Background: an optimization exercise with open tools, aiming at small area, a short achievable clock period and few clock cycles per item. Do not read the settings as production practice. At most, simulation tests tie the RTL to the original design; equivalence was not proved.

// xu_aes
module xu_aes (
    input  wire         clk,
    input  wire         rst,         
    input  wire         in_valid,
    output wire         in_ready,
    input  wire         in_key256,   
    input  wire [255:0] in_key,
    input  wire [127:0] in_block,
    output reg          out_valid,
    output wire [127:0] out_data
);
  function [7:0] xtime;
    input [7:0] b;
    xtime = {b[6:0], 1'b0} ^ (b[7] ? 8'h1b : 8'h00);
  endfunction
  localparam NC = 1;
  reg [NC-1:0] q_act;      
  reg [NC-1:0] q_k256;
  reg  [3:0]  q_rnd;       
  reg  [7:0]  q_rcon;
  reg         q_rot;       
  reg [127:0] q_state;
  reg [127:0] q_ka;        
  reg [127:0] q_kb;        
  reg         p_act;
  reg [NC-1:0] p_k256;
  reg  [3:0]  p_rnd;       
  reg [NC-1:0] p_last;     
  reg [NC-1:0] p_cont;     
  reg  [7:0]  p_rcon;
  reg         p_rot;
  reg [287:0] p_m;         
  reg  [71:0] p_km;        
  reg [127:0] p_ka;
  reg [127:0] p_kb;
  reg [127:0] r_out;       
  assign out_data = r_out;
  genvar gi;
  wire order_ok = !q_act[0] || !q_k256[0] || (q_rnd >= 4'd4);
  reg  r_ready;
  assign in_ready = r_ready;
  wire       lastq0     = q_k256[0] ? (q_rnd == 4'd13) : (q_rnd == 4'd9);
  wire       p_cont_n   = q_act[0] && !lastq0;
  wire       q_act_n    = p_cont[0] || (in_valid && order_ok);
  ...
For scale: about 5700 cells after synthesis, ~1200 flip-flops, about 0.056 mm^2 of cells after synthesis.
clock: 10.0 ns
lec_check: 0
abc_clock_period_in_ps: 5000
cap_margin: 20
core_margin: 2
core_utilization: 50
place_density: 0.6
setup_slack_margin: 5
slew_margin: 20
standard.sh (not shown) runs the stock make flow with config.mk's settings and CLKGATE_MAP_FILE= SYNTH_SCRIPT=/design/flow/synth_recipe.tcl, a recipe that flattens the netlist after the stock synthesis.
==> flow/flow/run.sh <==
#!/bin/bash
set -euo pipefail
W=$(pwd)
SETUP_MARGIN=6.7
cat > "$W/my_synth.tcl" <<EOT
proc abc {args} {
  set i [lsearch -exact \$args -script]
  if {\$i >= 0} { set args [lreplace \$args \$i [expr {\$i + 1}] -script $W/flow/abc_nf.script] }
  puts "abc with flow/abc_nf.script: \$args"
  yosys abc {*}\$args
}
source $W/synth_recipe.tcl
EOT
bash standard.sh SYNTH_SCRIPT="$W/my_synth.tcl" \
  BUFFER_PORTS_ARGS="-buffer_cell sky130_fd_sc_hd__buf_1" \
  SETUP_SLACK_MARGIN="$SETUP_MARGIN" finish > "$W/standard.log" 2>&1
==> flow/flow/abc_nf.script <==
strash
&get -n
&fraig -x
&put
scorr
dc2
dretime
strash
&get -n
&dch -f
&nf -R 10
&put
buffer -c
topo
stime -c
upsize -c
dnsize -c
The baseline went through all stages and came out clean.
Testbench counts at the start, summed over its fixed seeds: cycles 24,800, blocks 2,048.
Edit:
--- a/flow/flow/run.sh
+++ b/flow/flow/run.sh
@@ -4 +4 @@
-SETUP_MARGIN=6.7
+SETUP_MARGIN=6.5
Outcome:
- final area drops by a few percent
- count of clock-buffer cells in the layout went up by 1
- setup slack gets worse by 0.11 ns
- routed wire length drops slightly
- maximum frequency came out lower by a few percent
- utilization goes down by 4.3 points
- global-route usage hardly moves
- final cell count decreases by a few percent
Edit:
--- a/flow/config.mk
+++ b/flow/config.mk
@@ -11,0 +12,2 @@
+export CTS_BUF_LIST = sky130_fd_sc_hd__clkbuf_8
+export CTS_CLUSTER_SIZE = 20
Register-to-register slack barely changes.
Critical path depth shrinks by 1.
Setup slack stays flat.
Routed wire length grows by 0.48%.
Non-clock buffer count grows by 10.
Die area stays the same.
Clock skew grows by 0.029 ns.
Cell count grows by 1.6%.
Final area barely changes.
Synthesized area does not change.
Edit:
--- a/flow/config.mk
+++ b/flow/config.mk
@@ -14 +14 @@
-export PLACE_DENSITY = 0.6
+export PLACE_DENSITY = 0.7
Outcome: Area after synthesis does not change. Global-route usage goes down by 0.75 points. Die area does not change.

---

xu_aes, a different RTL version from the one above (not shown whole).
For scale: ~1000 flip-flops.
## xu_aes
module xu_aes (
    input  wire         clk,
    input  wire         rst,         
    input  wire         in_valid,
    output wire         in_ready,
    input  wire         in_key256,   
    input  wire [255:0] in_key,
    input  wire [127:0] in_block,
    output reg          out_valid,
    output wire [127:0] out_data
);
  function [7:0] xtime;
    input [7:0] b;
    xtime = {b[6:0], 1'b0} ^ (b[7] ? 8'h1b : 8'h00);
  endfunction
  reg         q_act;       
  reg         q_k256;
  reg  [3:0]  q_rnd;       
  reg  [7:0]  q_rcon;
  reg         q_rot;       
  reg [127:0] q_state;
  reg [127:0] q_ka;        
  reg [127:0] q_kb;        
  reg         p_act;
  reg         p_k256;
  reg  [3:0]  p_rnd;       
  reg         p_last;      
  reg  [7:0]  p_rcon;
  reg         p_rot;
  reg [287:0] p_m;         
  reg  [71:0] p_km;        
  reg [127:0] p_ka;
  reg [127:0] p_kb;
  assign out_data = q_state;
  wire order_ok = !q_act || !q_k256 || (q_rnd >= 4'd4);
  assign in_ready = !p_act && order_ok;
  wire [287:0] m_nxt;
  wire  [71:0] km_nxt;
  genvar gi;
  generate
    for (gi = 0; gi < 16; gi = gi + 1) begin : g_sa
      xu_aes_sbox_top u_top (.a(q_state[8*gi +: 8]), .m(m_nxt[18*gi +: 18]));
    end
    for (gi = 0; gi < 4; gi = gi + 1) begin : g_ka
      xu_aes_sbox_top u_top (.a(q_kb[96 + 8*gi +: 8]), .m(km_nxt[18*gi +: 18]));
    end
  endgenerate
  always @(posedge clk) begin
    if (rst)
      p_act <= 1'b0;
    else
      p_act <= q_act;
    p_k256 <= q_k256;
    p_rnd  <= q_rnd + 4'd1;
    p_last <= q_k256 ? (q_rnd == 4'd13) : (q_rnd == 4'd9);
    p_rcon <= q_rcon;
    p_rot  <= q_rot;
    p_m    <= m_nxt;
    p_km   <= km_nxt;
    p_ka   <= q_ka;
    p_kb   <= q_kb;
  end
  wire [127:0] sb;
  wire  [31:0] ksub;
  generate
    for (gi = 0; gi < 16; gi = gi + 1) begin : g_sb
      xu_aes_sbox_bot u_bot (.m(p_m[18*gi +: 18]), .y(sb[8*gi +: 8]));
    end
    for (gi = 0; gi < 4; gi = gi + 1) begin : g_kb
      xu_aes_sbox_bot u_bot (.m(p_km[18*gi +: 18]), .y(ksub[8*gi +: 8]));
    end
  endgenerate
  wire [127:0] sr;
  generate
  ...
export LEC_CHECK = 0
export ABC_CLOCK_PERIOD_IN_PS = 5000
export CAP_MARGIN = 20
export CORE_MARGIN = 2
export CORE_UTILIZATION = 50
export PLACE_DENSITY = 0.6
export SETUP_SLACK_MARGIN = 5
export SLEW_MARGIN = 20
create_clock -name core_clock -period 10.0 [get_ports {clk}]
==> flow/flow/run.sh <==
#!/bin/bash
set -euo pipefail
W=$(pwd)
SETUP_MARGIN=6.5
cat > "$W/my_synth.tcl" <<EOT
proc abc {args} {
  set i [lsearch -exact \$args -script]
  if {\$i >= 0} { set args [lreplace \$args \$i [expr {\$i + 1}] -script $W/flow/abc_nf.script] }
  puts "abc with flow/abc_nf.script: \$args"
  yosys abc {*}\$args
}
source $W/synth_recipe.tcl
EOT
bash standard.sh SYNTH_SCRIPT="$W/my_synth.tcl" \
  BUFFER_PORTS_ARGS="-buffer_cell sky130_fd_sc_hd__buf_1" \
  SETUP_SLACK_MARGIN="$SETUP_MARGIN" finish > "$W/standard.log" 2>&1
Scripts as last shown in full above: flow/flow/abc_nf.script
The first run finished clean.
Testbench counts at the start, summed over its fixed seeds: cycles 26,824, blocks 2,048.
==> next run, changes <==
==> flow/flow/abc_nf.script (replaced) <==
strash
&get -n
&fraig -x
&put
scorr
dc2
dretime
strash
&get -n
&dch -f
&nf {D}
&put
buffer -c
topo
stime -c
upsize -c
dnsize -c
Result:
- count of clock-buffer cells in the layout went up by 7
- non-clock buffer count went up by 17
- wire length goes down by 1.6%
- worst setup slack is better by 20 ps
- critical path depth rises by 3
- worst hold slack is about the same

---

xu_aes, a different RTL version from the one above (not shown whole).
Size in the first run: roughly 400 flip-flops.
clock: 10.0 ns
lec_check: 0
abc_clock_period_in_ps: 5000
cap_margin: 20
core_margin: 2
core_utilization: 50
place_density: 0.6
slew_margin: 20
==> flow/flow/run.sh <==
#!/bin/bash
# Standard ORFS layout, with the same synthesis script as the standard synthesis except
# that abc maps the logic with flow/abc_nf.script (an &nf area-oriented mapping) in place of
# ORFS's abc script. Registers, flattening and renaming are exactly as the standard synthesis.
set -euo pipefail
W=$(pwd)
cat > "$W/my_synth.tcl" <<EOT
proc abc {args} {
  set i [lsearch -exact \$args -script]
  if {\$i >= 0} { set args [lreplace \$args \$i [expr {\$i + 1}] -script $W/flow/abc_nf.script] }
  puts "abc with flow/abc_nf.script: \$args"
  yosys abc {*}\$args
}
source $W/synth_recipe.tcl
EOT
bash standard.sh SYNTH_SCRIPT="$W/my_synth.tcl" finish > "$W/standard.log" 2>&1
==> flow/flow/abc_nf.script <==
strash
&get -n
&fraig -x
&put
scorr
dc2
dretime
strash
&get -n
&dch -f
&nf {D}
&put
buffer -c
topo
stime -c
upsize -c
dnsize -c
The starting point passed the timing, design-rule and antenna checks.
Edit:
SETUP_SLACK_MARGIN = 4   (was not set)
Result: The new run completed without violations. Die area stays the same. Setup slack is better by 1.9 ns. Via count increases by 3.8%.
Function was not checked in any run of this note: the RTL went through the layout flow alone.

---

xu_aes, a different RTL version from the one above (not shown whole).
Size: about 6200 cells after synthesis, ~520 I/O pins, about 0.059 mm2 of cells after synthesis.
Settings: LEC_CHECK=0, ABC_CLOCK_PERIOD_IN_PS=5000, CAP_MARGIN=20, CORE_MARGIN=2, CORE_UTILIZATION=50, PLACE_DENSITY=0.6, SETUP_SLACK_MARGIN=5, SLEW_MARGIN=20; clock period 10.0 ns.
==> flow/flow/run.sh <==
#!/bin/bash
set -euo pipefail
W=$(pwd)
SETUP_MARGIN=6.8
cat > "$W/my_synth.tcl" <<EOT
proc abc {args} {
  set i [lsearch -exact \$args -script]
  if {\$i >= 0} { set args [lreplace \$args \$i [expr {\$i + 1}] -script $W/flow/abc_nf.script] }
  puts "abc with flow/abc_nf.script: \$args"
  yosys abc {*}\$args
}
source $W/synth_recipe.tcl
EOT
bash standard.sh SYNTH_SCRIPT="$W/my_synth.tcl" \
  BUFFER_PORTS_ARGS="-buffer_cell sky130_fd_sc_hd__buf_1" \
  SETUP_SLACK_MARGIN="$SETUP_MARGIN" finish > "$W/standard.log" 2>&1
==> flow/flow/abc_nf.script <==
strash
&get -n
&fraig -x
&put
scorr
dc2
dretime
strash
&get -n
&dch -f
&nf -R 10
&put
buffer -c
topo
stime -c
upsize -c
dnsize -c
Next try:
--- a/flow/flow/run.sh
+++ b/flow/flow/run.sh
@@ -2,5 +2,5 @@
 set -euo pipefail
 W=$(pwd)
-SETUP_MARGIN=6.8
+SETUP_MARGIN=6.2
 cat > "$W/my_synth.tcl" <<EOT
 proc abc {args} {
Result: Non-clock buffer count falls by 302; wire length falls by 6.5%; synthesized cell count stays the same; final area falls by 11%; via count falls by about 5%.
Next try:
--- a/flow/flow/run.sh
+++ b/flow/flow/run.sh
@@ -2,5 +2,5 @@
 set -euo pipefail
 W=$(pwd)
-SETUP_MARGIN=6.2
+SETUP_MARGIN=6.5
 cat > "$W/my_synth.tcl" <<EOT
 proc abc {args} {
CTS_BUF_LIST = sky130_fd_sc_hd__clkbuf_8   (was not set)
CTS_CLUSTER_SIZE = 20   (was not set)
Sequential share of layout area shrinks by 0.71 points.
Global-route usage climbs by 0.44 points.
Routed wire length increases by 1.7%.
Final area grows by 2.4%.
Synthesized cell count is unchanged.
Worst hold slack got worse by 0.020 ns.
Setup slack improves by 0.14 ns.
No run of this note included a check of the RTL's function; only the layout flow was run.

## afterwards: timing with drivers on the ports
The results above use ideal ports. As a check the final layouts listed here were re-extracted and re-timed, cells and wires unchanged. Step 1, drivers: a clkbuf_16 drives clk and a buf_2 each remaining input, both assumed. Step 2 adds t to the input delays and takes it off the output delays; t is the mean of the earliest and latest rising clock arrival at the registers after step 1. Input paths then give back, and output paths get back, about the clock's delay inside the block. Three values: ideal ports, drivers, drivers and shift; two values: the first two.
run | t, ns | setup slack, ns | worst setup path after step 2 | worst data-port slew with drivers (ns)
the first run of note 1 | 0.788 | 6.574 / 6.574 / 6.127 | input to register | 0.18
the second run of note 1 | 0.778 | 6.465 / 6.465 / 6.361 | input to register | 0.19
the third run of note 1 | 0.927 | 6.467 / 6.467 / 6.373 | input to register | 0.20
the fourth run of note 1 | 0.927 | 6.420 / 6.420 / 6.419 | input to register | 0.14
the first run of note 2 | 0.802 | 6.406 / 6.327 / 5.876 | input to register | 0.18
the second run of note 2 | 0.777 | 6.425 / 6.425 / 5.993 | input to register | 0.16
the first run of note 3 | 0.686 | 1.972 / 1.972 / 1.972 | register to register | 0.11
the second run of note 3 | 0.688 | 3.839 / 3.839 / 3.839 | register to register | 0.11
the first run of note 4 | 0.824 | 6.677 / 6.598 / 6.327 | input to register | 0.08
the second run of note 4 | 0.804 | 6.255 / 6.255 / 6.255 | register to register | 0.17
the third run of note 4 | 0.968 | 6.395 / 6.395 / 6.300 | input to register | 0.16
After both steps every run listed still meets setup and hold. For the first run of note 2, which loses most, drivers alone change the setup slack by -0.079 ns; drivers and shift together by -0.530 ns.
